This is an optimization exercise on Yosys and OpenROAD, whose aim is small area and a short achievable clock period, not a production implementation.
Only simulation tests tie the RTL to the original design; equivalence was not proved. No driver is modelled on the clock port, so clocking that relies on it looks cheaper here than on a real chip.

Design ecc_codec, start of the top module:
module ecc_codec (
    input  wire        clk,
    input  wire        rst,
    input  wire        in_valid,
    input  wire        in_decode,
    input  wire [1:0]  in_code,
    input  wire [63:0] in_data,
    input  wire [14:0] in_chk,
    output wire        out_valid,
    output wire [63:0] out_data,
    output wire [14:0] out_chk,
    output wire [1:0]  out_status
);
Size: about 2,100 cells after synthesis, roughly 470 flip-flops, ~170 I/O pins, roughly 0.020 sq mm of cells after synthesis.
==> flow/config.mk <==
export PLATFORM = sky130hd
export DESIGN_NAME = ecc_codec
export DESIGN_NICKNAME = ecc_codec
export VERILOG_FILES = /design/flow/design.v
export SDC_FILE = /design/flow/constraint.sdc
export NUM_CORES = 4
export LEC_CHECK = 0
export CAP_MARGIN = 20
export CORE_MARGIN = 2
export CORE_UTILIZATION = 55
export PLACE_DENSITY = 0.7
export SLEW_MARGIN = 20
==> flow/constraint.sdc <==
create_clock -name core_clock -period 13.0 [get_ports {clk}]
set_input_delay 2.6000 -clock core_clock [delete_from_list [all_inputs] [get_ports {clk}]]
set_output_delay 2.6000 -clock core_clock [all_outputs]
set_load 0.01 [all_outputs]
standard.sh (not shown) runs the stock make flow with config.mk's settings and CLKGATE_MAP_FILE= SYNTH_SCRIPT=/design/flow/synth_recipe.tcl, a recipe that flattens the netlist after the stock synthesis.
==> flow/flow/run.sh <==
#!/bin/bash
# Own layout flow: the standard layout (standard.sh, unchanged synthesis and
# steps) with these changes:
#  - the port buffers that global placement puts on every input and output are
#    sky130_fd_sc_hd__buf_1 cells instead of ORFS's default choice;
#  - clock tree synthesis clusters up to 36 flip-flops under each leaf buffer
#    (clkbuf_16) and inserts no dummy loads;
#  - timing repair aims for 9.3 ns of setup slack (a 3.7 ns period) instead of 0.
# Each tool's full output is kept: ORFS writes its per-step logs under
# orfs/logs/, and this script keeps the make output in standard.log.
set -euo pipefail
cd "$(dirname "$0")/.."
export BUFFER_PORTS_ARGS="-buffer_cell sky130_fd_sc_hd__buf_1"
export CTS_ARGS="-sink_clustering_enable -repair_clock_nets -sink_clustering_size 36 -sink_clustering_max_diameter 100 -buf_list sky130_fd_sc_hd__clkbuf_16 -dont_use_dummy_load"
export SETUP_SLACK_MARGIN=9.3
bash standard.sh > standard.log 2>&1
The baseline completed without violations.
Rerun with:
==> flow/flow/run.sh (replaced) <==
#!/bin/bash
# Own layout flow: the standard layout (standard.sh, unchanged synthesis and
# steps) with these changes:
#  - the port buffers that global placement puts on every input and output are
#    sky130_fd_sc_hd__buf_1 cells instead of ORFS's default choice;
#  - clock tree synthesis clusters up to 24 flip-flops under each leaf buffer
#    (clkbuf_16) and inserts no dummy loads;
#  - timing repair aims for 9.3 ns of setup slack (a 3.7 ns period) instead of 0.
# Each tool's full output is kept: ORFS writes its per-step logs under
# orfs/logs/, and this script keeps the make output in standard.log.
set -euo pipefail
cd "$(dirname "$0")/.."
export BUFFER_PORTS_ARGS="-buffer_cell sky130_fd_sc_hd__buf_1"
export CTS_ARGS="-sink_clustering_enable -repair_clock_nets -sink_clustering_size 24 -sink_clustering_max_diameter 100 -buf_list sky130_fd_sc_hd__clkbuf_16 -dont_use_dummy_load"
export SETUP_SLACK_MARGIN=9.3
bash standard.sh > standard.log 2>&1
Sequential cell count is unchanged.
Worst setup slack got worse by 0.0089 ns.
Via count rose by 1.5%.
Wire length rose by 0.86%.
Worst hold slack got worse by 0.011 ns.
Sequential share of layout area fell by 0.48 points.
Rerun with:
--- a/flow/flow/run.sh
+++ b/flow/flow/run.sh
@@ -6,5 +6,5 @@
 #  - clock tree synthesis clusters up to 24 flip-flops under each leaf buffer
 #    (clkbuf_16) and inserts no dummy loads;
-#  - timing repair aims for 9.3 ns of setup slack (a 3.7 ns period) instead of 0.
+#  - timing repair aims for 9.4 ns of setup slack (a 3.6 ns period) instead of 0.
 # Each tool's full output is kept: ORFS writes its per-step logs under
 # orfs/logs/, and this script keeps the make output in standard.log.
@@ -13,4 +13,4 @@
 export BUFFER_PORTS_ARGS="-buffer_cell sky130_fd_sc_hd__buf_1"
 export CTS_ARGS="-sink_clustering_enable -repair_clock_nets -sink_clustering_size 24 -sink_clustering_max_diameter 100 -buf_list sky130_fd_sc_hd__clkbuf_16 -dont_use_dummy_load"
-export SETUP_SLACK_MARGIN=9.3
+export SETUP_SLACK_MARGIN=9.4
 bash standard.sh > standard.log 2>&1
What happened: Fmax rises by 0.45%; worst hold slack hardly moves; via count is about the same.
Rerun with:
--- a/flow/flow/run.sh
+++ b/flow/flow/run.sh
@@ -6,5 +6,5 @@
 #  - clock tree synthesis clusters up to 24 flip-flops under each leaf buffer
 #    (clkbuf_16) and inserts no dummy loads;
-#  - timing repair aims for 9.4 ns of setup slack (a 3.6 ns period) instead of 0.
+#  - timing repair aims for 9.3 ns of setup slack (a 3.7 ns period) instead of 0.
 # Each tool's full output is kept: ORFS writes its per-step logs under
 # orfs/logs/, and this script keeps the make output in standard.log.
@@ -13,4 +13,4 @@
 export BUFFER_PORTS_ARGS="-buffer_cell sky130_fd_sc_hd__buf_1"
 export CTS_ARGS="-sink_clustering_enable -repair_clock_nets -sink_clustering_size 24 -sink_clustering_max_diameter 100 -buf_list sky130_fd_sc_hd__clkbuf_16 -dont_use_dummy_load"
-export SETUP_SLACK_MARGIN=9.4
+export SETUP_SLACK_MARGIN=9.3
 bash standard.sh > standard.log 2>&1
Settings changed: CORE_UTILIZATION 55 to 65, PLACE_DENSITY 0.7 to 0.8.
Effect: Final cell count shrinks by a few percent; first-iteration DRC count grows by about a fifth; register-to-register slack degrades by 0.19 ns; via count grows by a few percent.

---

Another version of the RTL of ecc_codec (not shown whole).
For scale: about 2200 cells after synthesis, ~170 I/O pins, roughly 21000 µm² of cells after synthesis.
Settings: LEC_CHECK=0, CAP_MARGIN=20, CORE_MARGIN=2, CORE_UTILIZATION=55, PLACE_DENSITY=0.7, SLEW_MARGIN=20; clock period 13.0 ns.
==> flow/flow/run.sh <==
#!/bin/bash
# Own layout flow: the standard layout (standard.sh, unchanged synthesis and
# steps) with two changes:
#  - the port buffers that global placement puts on every input and output are
#    sky130_fd_sc_hd__buf_1 cells instead of ORFS's default choice;
#  - clock tree synthesis clusters up to 24 flip-flops under each leaf buffer
#    (clkbuf_16) and inserts no dummy loads;
#  - timing repair aims for 9.3 ns of setup slack (a 3.7 ns period) instead of 0.
# Each tool's full output is kept: ORFS writes its per-step logs under
# orfs/logs/, and this script keeps the make output in standard.log.
set -euo pipefail
cd "$(dirname "$0")/.."
export BUFFER_PORTS_ARGS="-buffer_cell sky130_fd_sc_hd__buf_1"
export CTS_ARGS="-sink_clustering_enable -repair_clock_nets -sink_clustering_size 24 -sink_clustering_max_diameter 100 -buf_list sky130_fd_sc_hd__clkbuf_16 -dont_use_dummy_load"
export SETUP_SLACK_MARGIN=9.3
bash standard.sh > standard.log 2>&1
Rerun with:
==> flow/flow/run.sh (replaced) <==
#!/bin/bash
# Own layout flow: the standard layout (standard.sh, unchanged synthesis and
# steps) with these changes:
#  - the port buffers that global placement puts on every input and output are
#    sky130_fd_sc_hd__buf_1 cells instead of ORFS's default choice;
#  - clock tree synthesis clusters up to 32 flip-flops under each leaf buffer
#    (clkbuf_16) and inserts no dummy loads;
#  - timing repair aims for 9.45 ns of setup slack (a 3.55 ns period) instead of 0.
# Each tool's full output is kept: ORFS writes its per-step logs under
# orfs/logs/, and this script keeps the make output in standard.log.
set -euo pipefail
cd "$(dirname "$0")/.."
export BUFFER_PORTS_ARGS="-buffer_cell sky130_fd_sc_hd__buf_1"
export CTS_ARGS="-sink_clustering_enable -repair_clock_nets -sink_clustering_size 32 -sink_clustering_max_diameter 80 -buf_list sky130_fd_sc_hd__clkbuf_16 -dont_use_dummy_load"
export SETUP_SLACK_MARGIN=9.45
bash standard.sh > standard.log 2>&1
The changed run completed without violations. Setup slack improved by 13 ps. Critical path depth does not change. Via count rose by 0.49%. Cell area rose by 2.3%. Clock skew rose by 9.0 ps. Clock-buffer cell count fell by 2. Die area is unchanged. Utilization rose by 1.4 points. First-iteration DRC count rose by 2.0%.
Rerun with:
==> flow/flow/run.sh (replaced) <==
#!/bin/bash
# Own layout flow: the standard layout (standard.sh, unchanged synthesis and
# steps) with two changes:
#  - the port buffers that global placement puts on every input and output are
#    sky130_fd_sc_hd__buf_1 cells instead of ORFS's default choice;
#  - clock tree synthesis clusters up to 24 flip-flops under each leaf buffer
#    (clkbuf_16) and inserts no dummy loads;
#  - timing repair aims for 9.6 ns of setup slack (a 3.4 ns period) instead of 0.
# Each tool's full output is kept: ORFS writes its per-step logs under
# orfs/logs/, and this script keeps the make output in standard.log.
set -euo pipefail
cd "$(dirname "$0")/.."
export BUFFER_PORTS_ARGS="-buffer_cell sky130_fd_sc_hd__buf_1"
export CTS_ARGS="-sink_clustering_enable -repair_clock_nets -sink_clustering_size 24 -sink_clustering_max_diameter 100 -buf_list sky130_fd_sc_hd__clkbuf_16 -dont_use_dummy_load"
export SETUP_SLACK_MARGIN=9.6
bash standard.sh > standard.log 2>&1
- CORE_UTILIZATION: 55 -> 40
- PLACE_DENSITY: 0.7 -> 0.6
Outcome: The changed run finished clean; setup slack gets better by 35 ps; design area increases by a few percent.
Rerun with:
--- a/flow/flow/run.sh
+++ b/flow/flow/run.sh
@@ -7,3 +7,3 @@
 #    (clkbuf_16) and inserts no dummy loads;
-#  - timing repair aims for 9.6 ns of setup slack (a 3.4 ns period) instead of 0.
+#  - timing repair aims for 9.3 ns of setup slack (a 3.7 ns period) instead of 0.
 # Each tool's full output is kept: ORFS writes its per-step logs under
@@ -14,3 +14,3 @@
 export CTS_ARGS="-sink_clustering_enable -repair_clock_nets -sink_clustering_size 24 -sink_clustering_max_diameter 100 -buf_list sky130_fd_sc_hd__clkbuf_16 -dont_use_dummy_load"
-export SETUP_SLACK_MARGIN=9.6
+export SETUP_SLACK_MARGIN=9.3
 bash standard.sh > standard.log 2>&1
What happened: The changed run went through all stages and came out clean. Routed wire length goes down by about 1.6%. Core utilization goes down by 2.1 points. Register-to-register slack got worse by 300 ps. Global-route usage goes down by 0.16 points. Setup slack got worse by 59 ps.

## what the ideal ports hide
The results above use ideal ports. As a check the final layouts listed here were re-extracted and re-timed, cells and wires unchanged.
Step 1 (the two cells are an assumption about what drives the block):
set clk [get_ports {clk}]
set_driving_cell -lib_cell sky130_fd_sc_hd__clkbuf_16 $clk
set_driving_cell -lib_cell sky130_fd_sc_hd__buf_2 [delete_from_list [all_inputs] $clk]
Step 2, shift: input delay + t, output delay - t, t = (earliest + latest rising clock arrival at the registers) / 2. This alone moves slack from input paths to output paths.
Three values: ideal, step 1, step 2; two values: the first two.
run | shift t [ns] | setup WS [ns] | hold WS [ns] | pins driven straight from the clock port
the first run of note 1 | 0.579 | 9.351 / 9.295 / 9.366 | 0.292 / 0.292 / 0.292 | 1
the second run of note 1 | 0.584 | 9.342 / 9.291 / 9.402 | 0.281 / 0.281 / 0.281 | 1
the third run of note 1 | 0.590 | 9.358 / 9.302 / 9.510 | 0.280 / 0.280 / 0.280 | 1
the fourth run of note 1 | 0.577 | 9.321 / 9.275 / 9.324 | 0.307 / 0.307 / 0.307 | 1
the first run of note 2 | 0.588 | 9.330 / 9.277 / 9.421 | 0.312 / 0.312 / 0.312 | 1
the second run of note 2 | 0.589 | 9.343 / 9.293 / 9.473 | 0.274 / 0.274 / 0.274 | 1
the third run of note 2 | 0.619 | 9.378 / 9.321 / 9.688 | 0.289 / 0.289 / 0.289 | 1
the fourth run of note 2 | 0.613 | 9.319 / 9.266 / 9.394 | 0.291 / 0.291 / 0.291 | 1
After both steps every run listed still meets setup and hold.
